What follows belongs to an exercise in optimizing a design on an open flow for small area, a short achievable clock period and few clock cycles per item; a production flow would make more cautious choices. Function was checked by simulation only, so behaviour that the tests miss may differ from the original. No activity file was given, so power comes from the tool's default toggle rates.

Setup of rev 12:
Design qe_mix, start of the top module:
module qe_mix (
    input  wire        clk,
    input  wire        rst,
    input  wire        in_valid,
    output wire        in_ready,
    input  wire [23:0] in_sample,
    input  wire [23:0] in_gain,
    input  wire        in_last,
    input  wire [23:0] in_dgain,
    output reg         out_valid,
    input  wire        out_ready,
    output reg  [23:0] out_sample,
    output reg  [1:0]  out_clip
);
For scale: roughly 3500 cells after synthesis, ~460 flip-flops, about 37000 um^2 of cells after synthesis.
export LEC_CHECK = 0
export ABC_CLOCK_PERIOD_IN_PS = 3000
export CAP_MARGIN = 20
export CORE_MARGIN = 2
export CORE_UTILIZATION = 40
export CTS_BUF_LIST = sky130_fd_sc_hd__clkbuf_4
export GPL_ROUTABILITY_DRIVEN = 0
export SETUP_SLACK_MARGIN = 5
export SLEW_MARGIN = 20
create_clock -name core_clock -period 9.0 [get_ports {clk}]
standard.sh (not shown) runs the stock make flow with config.mk's settings and CLKGATE_MAP_FILE= SYNTH_SCRIPT=/design/flow/synth_recipe.tcl, a recipe that flattens the netlist after the stock synthesis.
==> flow/flow/run.sh <==
#!/bin/bash
set -euo pipefail
bash standard.sh "BUFFER_PORTS_ARGS=-buffer_cell sky130_fd_sc_hd__buf_1" finish > flow.log 2>&1
Testbench counts of rev 12, summed over its fixed seeds: cycles 14,810, items 3,200.
diff inputs: rev 12 => rev 13
# rev 12
export LEC_CHECK = 0
export ABC_CLOCK_PERIOD_IN_PS = 3000
export CAP_MARGIN = 20
export CORE_MARGIN = 2
export CORE_UTILIZATION = 40
export CTS_BUF_LIST = sky130_fd_sc_hd__clkbuf_4
export GPL_ROUTABILITY_DRIVEN = 0
export SETUP_SLACK_MARGIN = 5
export SLEW_MARGIN = 20
create_clock -name core_clock -period 9.0 [get_ports {clk}]
# rev 13
export LEC_CHECK = 0
export ABC_CLOCK_PERIOD_IN_PS = 3000
export CAP_MARGIN = 20
export CORE_MARGIN = 2
export CORE_UTILIZATION = 40
export CTS_BUF_LIST = sky130_fd_sc_hd__clkbuf_4
export SETUP_SLACK_MARGIN = 5
export SLEW_MARGIN = 20
create_clock -name core_clock -period 9.0 [get_ports {clk}]
## What came out
Between rev 13 and rev 12, the share of total power in combinational logic does not differ in any meaningful way.
Reported for rev 12 and rev 13, sequential cell count turned out identical to the last digit.
In terms of sequential cell area, rev 13 and rev 12 differ only marginally.
Compared with rev 12, in rev 13 post-synth design cell area held; reported combinational group power essentially unchanged; area share of fa/ha/maj cells after synthesis flat; total number of vias flat; number of standard cells in the final layout excluding fillers level.
Met2 usage in global routing: rev 13 vs rev 12, no meaningful difference
Reported for rev 12 and rev 13, slew of the pin with the lowest slew margin turned out identical to the last digit.

---

## run 1
qe_mix again, from the RTL that the note above started with.
export LEC_CHECK = 0
export ABC_CLOCK_PERIOD_IN_PS = 3000
export CAP_MARGIN = 20
export CORE_MARGIN = 2
export CORE_UTILIZATION = 40
export CTS_BUF_LIST = sky130_fd_sc_hd__clkbuf_4
export SETUP_SLACK_MARGIN = 5
export SLEW_MARGIN = 20
create_clock -name core_clock -period 9.0 [get_ports {clk}]
==> flow/flow/run.sh <==
#!/bin/bash
set -euo pipefail
bash standard.sh "BUFFER_PORTS_ARGS=-buffer_cell sky130_fd_sc_hd__buf_1" \
  "CTS_ARGS=-sink_clustering_enable -repair_clock_nets -buf_list sky130_fd_sc_hd__clkbuf_4 -dont_use_dummy_load" \
  finish > flow.log 2>&1
Run 1 did not stop at any stage, and its layout met the timing, design-rule and antenna checks.
Testbench counts of run 1, summed over its fixed seeds: cycles 14,810, items 3,200.
The following lists how run 2 was set up differently from run 1:
# run 1
export LEC_CHECK = 0
export ABC_CLOCK_PERIOD_IN_PS = 3000
export CAP_MARGIN = 20
export CORE_MARGIN = 2
export CORE_UTILIZATION = 40
export CTS_BUF_LIST = sky130_fd_sc_hd__clkbuf_4
export SETUP_SLACK_MARGIN = 5
export SLEW_MARGIN = 20
create_clock -name core_clock -period 9.0 [get_ports {clk}]
# run 2
export LEC_CHECK = 0
export ABC_CLOCK_PERIOD_IN_PS = 3000
export CAP_MARGIN = 20
export CORE_MARGIN = 2
export CORE_UTILIZATION = 40
export CTS_BUF_LIST = sky130_fd_sc_hd__clkbuf_2
export SETUP_SLACK_MARGIN = 5
export SLEW_MARGIN = 20
create_clock -name core_clock -period 9.0 [get_ports {clk}]
==> flow/flow/run.sh <==
#!/bin/bash
set -euo pipefail
bash standard.sh "BUFFER_PORTS_ARGS=-buffer_cell sky130_fd_sc_hd__buf_1" finish > flow.log 2>&1
Findings:
Comparing run 2 and run 1, the lower average wire length per cell after detail routing was measured on run 2.
Any difference in CTS H-tree depth between run 2 and run 1 is small enough to ignore.
Run 1 → run 2: met2 routing resource usage after global routing higher; share of power burned in combinational logic moved down; final critical-path required period down 0.0052 ns; sequential share of layout area now sits lower; number of well-tap cells placed flat.
Slowest cell on the critical path = sky130_fd_sc_hd__fa_1: run 2; slowest cell on the critical path = sky130_fd_sc_hd__fa_2: run 1
The following lists how run 3 was set up differently from run 2:
# run 2
export LEC_CHECK = 0
export ABC_CLOCK_PERIOD_IN_PS = 3000
export CAP_MARGIN = 20
export CORE_MARGIN = 2
export CORE_UTILIZATION = 40
export CTS_BUF_LIST = sky130_fd_sc_hd__clkbuf_2
export SETUP_SLACK_MARGIN = 5
export SLEW_MARGIN = 20
create_clock -name core_clock -period 9.0 [get_ports {clk}]
# run 3
export LEC_CHECK = 0
export ABC_CLOCK_PERIOD_IN_PS = 3000
export CAP_MARGIN = 20
export CORE_MARGIN = 2
export CORE_UTILIZATION = 40
export CTS_BUF_LIST = sky130_fd_sc_hd__clkbuf_4
export SETUP_SLACK_MARGIN = 5
export SLEW_MARGIN = 20
create_clock -name core_clock -period 9.0 [get_ports {clk}]
==> flow/run.sh (new file) <==
#!/bin/bash
# synth_recipe.tcl (not shown) runs the flow's synth.tcl, then flattens the netlist and writes it again
# the make line also repeats each setting of config.mk as NAME=value (left out here)
make -C /OpenROAD-flow-scripts/flow DESIGN_CONFIG=/design/flow/config.mk WORK_HOME=/design/flow/orfs CLKGATE_MAP_FILE= SYNTH_SCRIPT=/design/flow/synth_recipe.tcl finish
removed: flow/flow/run.sh
removed: flow/standard.sh
==> comparison <==
Run 3: clock slew at the register clock pins of the worst setup and hold paths is 0.04 ns lower than what run 2 reported. Where worst slack at placement is concerned, run 2 is outperformed by run 3. Between run 2 and run 3, the flow reports post-detailed-routing wire length decreasing slightly. Per the final summary, run 3 finished and its layout is clean on timing, DRC and antenna. Per the comparison of run 3 with run 2, setup slack after layout now sits lower; non-clock buffer count now sits lower.

==> what the ideal ports hide <==
No port has a modelled driver above. Below, the same layouts with a new extraction and two added sets of constraints.
Step 1: set_driving_cell puts a clkbuf_16 on clk and a buf_2 on each other input, an assumption about the parent block.
Step 2 adds t to the input delays and takes it off the output delays; t is the mean of the earliest and latest rising clock arrival at the registers after step 1. Input paths then give back, and output paths get back, about the clock's delay inside the block.
Slacks: ideal ports / drivers / drivers and shift; pairs: ideal ports / drivers.
run	shift t [ns]	slack for setup (ns)	hold slack, ns	latest minus earliest clock arrival (ns)	worst data-port slew with drivers (ns)
rev 12	1.101	5.093 / 5.093 / 4.927	0.387 / 0.387 / 0.387	0.098 / 0.098	0.04
rev 13	1.101	5.093 / 5.093 / 4.927	0.387 / 0.387 / 0.387	0.098 / 0.098	0.04
run 1	1.063	5.103 / 5.103 / 4.931	0.381 / 0.381 / 0.381	0.108 / 0.108	0.04
run 2	1.427	5.108 / 5.108 / 4.928	0.367 / 0.367 / 0.367	0.102 / 0.102	0.04
run 3	1.063	5.074 / 5.074 / 4.454	0.396 / 0.396 / 0.396	0.085 / 0.085	0.04
After both steps every run listed still meets setup and hold. For run 3, which loses most, drivers alone change the setup slack by 0.000 ns; drivers and shift together by -0.620 ns.
